Background: an optimization exercise with open tools, aiming at small area, a short achievable clock period and few clock cycles. Do not read the settings as production practice.
At most, simulation tests tie the RTL to the original design; equivalence was not proved.

## lve_modarith
module lve_modarith (
    input  wire        clk,
    input  wire        rst,         
    input  wire        in_valid,
    output wire        in_ready,
    input  wire [3:0]  in_op,
    input  wire        in_qsel,     
    input  wire [3:0]  in_imm,
    input  wire [31:0] in_a,
    input  wire [31:0] in_b,
    input  wire [31:0] in_w,
    output wire        out_valid,
    output wire [31:0] out_r0,
    output wire [31:0] out_r1
);
    localparam [3:0] OP_MADD = 4'd0, OP_MSUB = 4'd1, OP_MNEG = 4'd2, OP_MRED = 4'd3,
                     OP_MMONT = 4'd4, OP_MBAR = 4'd5, OP_TOMONT = 4'd6,
                     OP_CMPR = 4'd7, OP_DCMPR = 4'd8, OP_P2R = 4'd9, OP_DECOMP = 4'd10,
                     OP_CT = 4'd11, OP_GS = 4'd12, OP_BMUL = 4'd13;
    localparam [24:0] QD = 25'd8380417;
    localparam [24:0] QK = 25'd3329;
    assign in_ready = 1'b1;
    reg [6:0] vld;
    always @(posedge clk) begin
        if (rst) vld <= 7'd0;
        else     vld <= {vld[5:0], in_valid};
    end
    assign out_valid = vld[6];
    reg [3:0]  op0;
    reg        qs0;
    reg [3:0]  imm0;
    reg [31:0] a0, b0, w0;
    always @(posedge clk) begin
  ...
Settings: LEC_CHECK=0, CAP_MARGIN=20, CORE_MARGIN=2, CORE_UTILIZATION=55, CTS_CLUSTER_DIAMETER=100, CTS_CLUSTER_SIZE=24, SLEW_MARGIN=20; clock period 30.0 ns.
standard.sh (not shown) runs the stock make flow with config.mk's settings and CLKGATE_MAP_FILE= SYNTH_SCRIPT=/design/flow/synth_recipe.tcl, a recipe that flattens the netlist after the stock synthesis.
==> flow/flow/run.sh <==
#!/bin/bash
set -euo pipefail
bash standard.sh \
  BUFFER_PORTS_ARGS="-buffer_cell sky130_fd_sc_hd__buf_2" \
  SETUP_SLACK_MARGIN=22.8 \
  finish > flow_layout.log 2>&1
Testbench counts at the start, summed over its fixed seeds: cycles 16,056.
Next try:
--- a/flow/design.v
+++ b/flow/design.v
@@ -16,18 +16,28 @@
     input  wire [15:0] x,
     output wire [11:0] r
 );
     localparam [383:0] TH = {12'd237, 12'd1518, 12'd2799, 12'd751, 12'd2032, 12'd3313, 12'd1265, 12'd2546, 12'd498, 12'd1779, 12'd3060, 12'd1012, 12'd2293, 12'd245, 12'd1526, 12'd2807, 12'd759, 12'd2040, 12'd3321, 12'd1273, 12'd2554, 12'd506, 12'd1787, 12'd3068, 12'd1020, 12'd2301, 12'd253, 12'd1534, 12'd2815, 12'd767, 12'd2048, 12'd0};
     wire [11:0] th = TH[x[15:11] * 12 +: 12];
     wire [12:0] t = {2'b0, x[10:0]} + {1'b0, th};
     wire [13:0] d = {1'b0, t} - 14'd3329;
     assign r = d[13] ? t[11:0] : d[11:0];
 endmodule
+module lve_redk12 (
+    input  wire [15:0] x,
+    output wire [11:0] r
+);
+    localparam [191:0] TH = {12'd1518, 12'd751, 12'd3313, 12'd2546, 12'd1779, 12'd1012, 12'd245, 12'd2807, 12'd2040, 12'd1273, 12'd506, 12'd3068, 12'd2301, 12'd1534, 12'd767, 12'd0};
+    wire [11:0] th = TH[x[15:12] * 12 +: 12];
+    wire [12:0] t = {1'b0, x[11:0]} + {1'b0, th};
+    wire [12:0] d = t - 13'd3329;
+    assign r = t[12] ? d[11:0] : t[11:0];
+endmodule
 module lve_montk (
     input  wire [26:0] x,
     output wire [12:0] r
 );
     wire [19:0] x1 = {1'b0, x[26:8]} + 20'd3329 - {8'd0, x[7:0], 3'd0} - {10'd0, x[7:0], 2'd0} - {12'd0, x[7:0]};
     wire [13:0] x2 = {2'd0, x1[19:8]} + 14'd3329 - {3'd0, x1[7:0], 3'd0} - {4'd0, x1[7:0], 2'd0} - {6'd0, x1[7:0]};
     assign r = x2[12:0];
 endmodule
 module lve_csa3 #(parameter integer W = 37) (
@@ -81,21 +91,21 @@
     lve_csub u_cb (.x(bp), .r(brd));
     wire        s_neg = (op0 == OP_MNEG);
     wire        s_sub = (op0 != OP_MADD);
     wire [24:0] sa = s_neg ? 25'd0 : {1'b0, ap};
     wire [24:0] sb = ({1'b0, s_neg ? ap : bp}) ^ {25{s_sub}};
     wire [24:0] sx = sa + sb + {24'd0, s_sub} + (s_sub ? 25'd16760834 : 25'd0);
     wire [11:0] akr, bkr, wkr, a1r, b1r;
     lve_redks u_ka0 (.x(a0[15:0]),  .r(akr));
     lve_redks u_kb0 (.x(b0[15:0]),  .r(bkr));
-    lve_redks u_kw  (.x(w0[15:0]),  .r(wkr));
-    lve_redks u_ka1 (.x(a0[31:16]), .r(a1r));
-    lve_redks u_kb1 (.x(b0[31:16]), .r(b1r));
+    lve_redk12 u_kw  (.x(w0[15:0]),  .r(wkr));
+    lve_redk12 u_ka1 (.x(a0[31:16]), .r(a1r));
+    lve_redk12 u_kb1 (.x(b0[31:16]), .r(b1r));
     wire [12:0] kad = {1'b0, akr} + {1'b0, bkr};
     wire [12:0] kas = {1'b0, akr} + {1'b0, bkr} - 13'd3329;
     wire [11:0] kadd = kas[12] ? kad[11:0] : kas[11:0];
     wire [12:0] ksd = {1'b0, akr} - {1'b0, bkr};
     wire [12:0] kss = {1'b0, akr} - {1'b0, bkr} + 13'd3329;
     wire [11:0] ksub = ksd[12] ? kss[11:0] : ksd[11:0];
     wire [11:0] kneg = 12'd3329 - akr;
     wire [3:0]  dsh  = 4'd12 - imm0;
     wire [11:0] dcy  = a0[11:0] << dsh;                        
The new run finished clean.
Worst setup slack improves by 4.3 ps.
Hold slack is better by 15 ps.
Register-to-register slack got worse by 150 ps.
Final area grows by 1.8%.
Maximum frequency barely changes.
Global-route usage falls by 0.75 points.
Testbench counts after the change, summed over its fixed seeds: cycles 16,056.

========
lve_modarith, a different RTL version from the one above (not shown whole).
Size: roughly 11000 cells after synthesis, ~170 I/O pins, ~95000 sq um of cells after synthesis.
Settings: LEC_CHECK=0, CAP_MARGIN=20, CORE_MARGIN=2, CORE_UTILIZATION=40, SLEW_MARGIN=20; clock period 30.0 ns.
==> flow/flow/run.sh <==
#!/bin/bash
set -euo pipefail
bash standard.sh \
  BUFFER_PORTS_ARGS="-buffer_cell sky130_fd_sc_hd__buf_4" \
  SETUP_SLACK_MARGIN=23 \
  finish > flow_layout.log 2>&1
Edit:
--- a/flow/design.v
+++ b/flow/design.v
@@ -3,34 +3,32 @@
     output wire [OW-1:0] r
 );
     wire [W-24:0] h = x[W-1:23];
     assign r = {{(OW-23){1'b0}}, x[22:0]} + ({{OW{1'b0}}, h} << 13) - {{OW{1'b0}}, h};
 endmodule
 module lve_csub #(parameter integer W = 24, parameter [W-1:0] Q = 8380417) (
     input  wire [W-1:0] x,
     output wire [W-1:0] r
 );
     wire [W:0] d = {1'b0, x} - {1'b0, Q};
     assign r = d[W] ? x : d[W-1:0];
 endmodule
-module lve_redk (
+module lve_redks (
     input  wire [15:0] x,
     output wire [11:0] r
 );
     localparam [383:0] TH = {12'd237, 12'd1518, 12'd2799, 12'd751, 12'd2032, 12'd3313, 12'd1265, 12'd2546, 12'd498, 12'd1779, 12'd3060, 12'd1012, 12'd2293, 12'd245, 12'd1526, 12'd2807, 12'd759, 12'd2040, 12'd3321, 12'd1273, 12'd2554, 12'd506, 12'd1787, 12'd3068, 12'd1020, 12'd2301, 12'd253, 12'd1534, 12'd2815, 12'd767, 12'd2048, 12'd0};
-    localparam [447:0] TL = {14'd13292, 14'd14573, 14'd15854, 14'd13806, 14'd15087, 14'd16368, 14'd14320, 14'd15601, 14'd13553, 14'd14834, 14'd16115, 14'd14067, 14'd15348, 14'd13300, 14'd14581, 14'd15862, 14'd13814, 14'd15095, 14'd16376, 14'd14328, 14'd15609, 14'd13561, 14'd14842, 14'd16123, 14'd14075, 14'd15356, 14'd13308, 14'd14589, 14'd15870, 14'd13822, 14'd15103, 14'd13055};
     wire [11:0] th = TH[x[15:11] * 12 +: 12];
-    wire [13:0] tl = TL[x[15:11] * 14 +: 14];
     wire [12:0] t = {2'b0, x[10:0]} + {1'b0, th};
-    wire [13:0] d = {3'b0, x[10:0]} + tl;                      
+    wire [13:0] d = {1'b0, t} - 14'd3329;
     assign r = d[13] ? t[11:0] : d[11:0];
 endmodule
 module lve_montk (
     input  wire [26:0] x,
     output wire [12:0] r
 );
     wire [19:0] x1 = {1'b0, x[26:8]} + 20'd3329 - {8'd0, x[7:0], 3'd0} - {10'd0, x[7:0], 2'd0} - {12'd0, x[7:0]};
     wire [13:0] x2 = {2'd0, x1[19:8]} + 14'd3329 - {3'd0, x1[7:0], 3'd0} - {4'd0, x1[7:0], 2'd0} - {6'd0, x1[7:0]};
     assign r = x2[12:0];
 endmodule
 module lve_csa3 #(parameter integer W = 37) (
     input  wire [W-1:0] x, y, z,
@@ -78,29 +76,29 @@
     wire [23:0] ap, bp, wp, ard, brd;
     lve_fold23 u_fa (.x(a0), .r(ap));
     lve_fold23 u_fb (.x(b0), .r(bp));
     lve_fold23 u_fw (.x(w0), .r(wp));
     lve_csub u_ca (.x(ap), .r(ard));
     lve_csub u_cb (.x(bp), .r(brd));
     wire        s_neg = (op0 == OP_MNEG);
     wire        s_sub = (op0 != OP_MADD);
     wire [24:0] sa = s_neg ? 25'd0 : {1'b0, ap};
     wire [24:0] sb = ({1'b0, s_neg ? ap : bp}) ^ {25{s_sub}};
     wire [24:0] sx = sa + sb + {24'd0, s_sub} + (s_sub ? 25'd16760834 : 25'd0);
     wire [11:0] akr, bkr, wkr, a1r, b1r;
-    lve_redk u_ka0 (.x(a0[15:0]),  .r(akr));
-    lve_redk u_kb0 (.x(b0[15:0]),  .r(bkr));
-    lve_redk u_kw  (.x(w0[15:0]),  .r(wkr));
-    lve_redk u_ka1 (.x(a0[31:16]), .r(a1r));
-    lve_redk u_kb1 (.x(b0[31:16]), .r(b1r));
+    lve_redks u_ka0 (.x(a0[15:0]),  .r(akr));
+    lve_redks u_kb0 (.x(b0[15:0]),  .r(bkr));
+    lve_redks u_kw  (.x(w0[15:0]),  .r(wkr));
+    lve_redks u_ka1 (.x(a0[31:16]), .r(a1r));
+    lve_redks u_kb1 (.x(b0[31:16]), .r(b1r));
     wire [12:0] kad = {1'b0, akr} + {1'b0, bkr};
     wire [12:0] kas = {1'b0, akr} + {1'b0, bkr} - 13'd3329;
     wire [11:0] kadd = kas[12] ? kad[11:0] : kas[11:0];
     wire [12:0] ksd = {1'b0, akr} - {1'b0, bkr};
     wire [12:0] kss = {1'b0, akr} - {1'b0, bkr} + 13'd3329;
     wire [11:0] ksub = ksd[12] ? kss[11:0] : ksd[11:0];
     wire [11:0] kneg = 12'd3329 - akr;
     wire [3:0]  dsh  = 4'd12 - imm0;
     wire [11:0] dcy  = a0[11:0] << dsh;                        
     reg [24:0] x1;
     reg [23:0] y1, u1;
     reg [26:0] v1;
After rerunning: The changed run completed without violations; worst setup slack got worse by 0.038 ns; worst hold slack hardly moves; core utilization went up by 1.1 points.
Testbench counts after the change, summed over its fixed seeds: cycles 16,056.
No functional check of the RTL was part of the first run of this note.

-- what the ideal ports hide --
Ports are ideal in the flow. The routed layouts listed here were re-timed in OpenROAD. Step 1 assumes that a clkbuf_16 drives the clock port and a buf_2 every other input. Step 2 also shifts input and output timing later by t, the mid clock arrival at the registers, as if the neighbouring blocks saw the same clock. a / b / c = ideal ports / drivers / drivers and shift; a / b = the first two.
run | t (ns) | setup WS [ns] | hold slack, ns | clock arrival spread, ns
the first run of note 1 | 0.796 | 22.770 / 22.687 / 23.034 | 0.317 / 0.317 / 0.317 | 0.057 / 0.057
the second run of note 1 | 0.796 | 22.775 / 22.691 / 22.876 | 0.332 / 0.332 / 0.332 | 0.051 / 0.051
the first run of note 2 | 0.837 | 22.772 / 22.680 / 23.170 | 0.322 / 0.322 / 0.322 | 0.065 / 0.066
the second run of note 2 | 0.828 | 22.734 / 22.641 / 23.013 | 0.322 / 0.322 / 0.322 | 0.112 / 0.112
After both steps setup and hold are still met in every run listed.
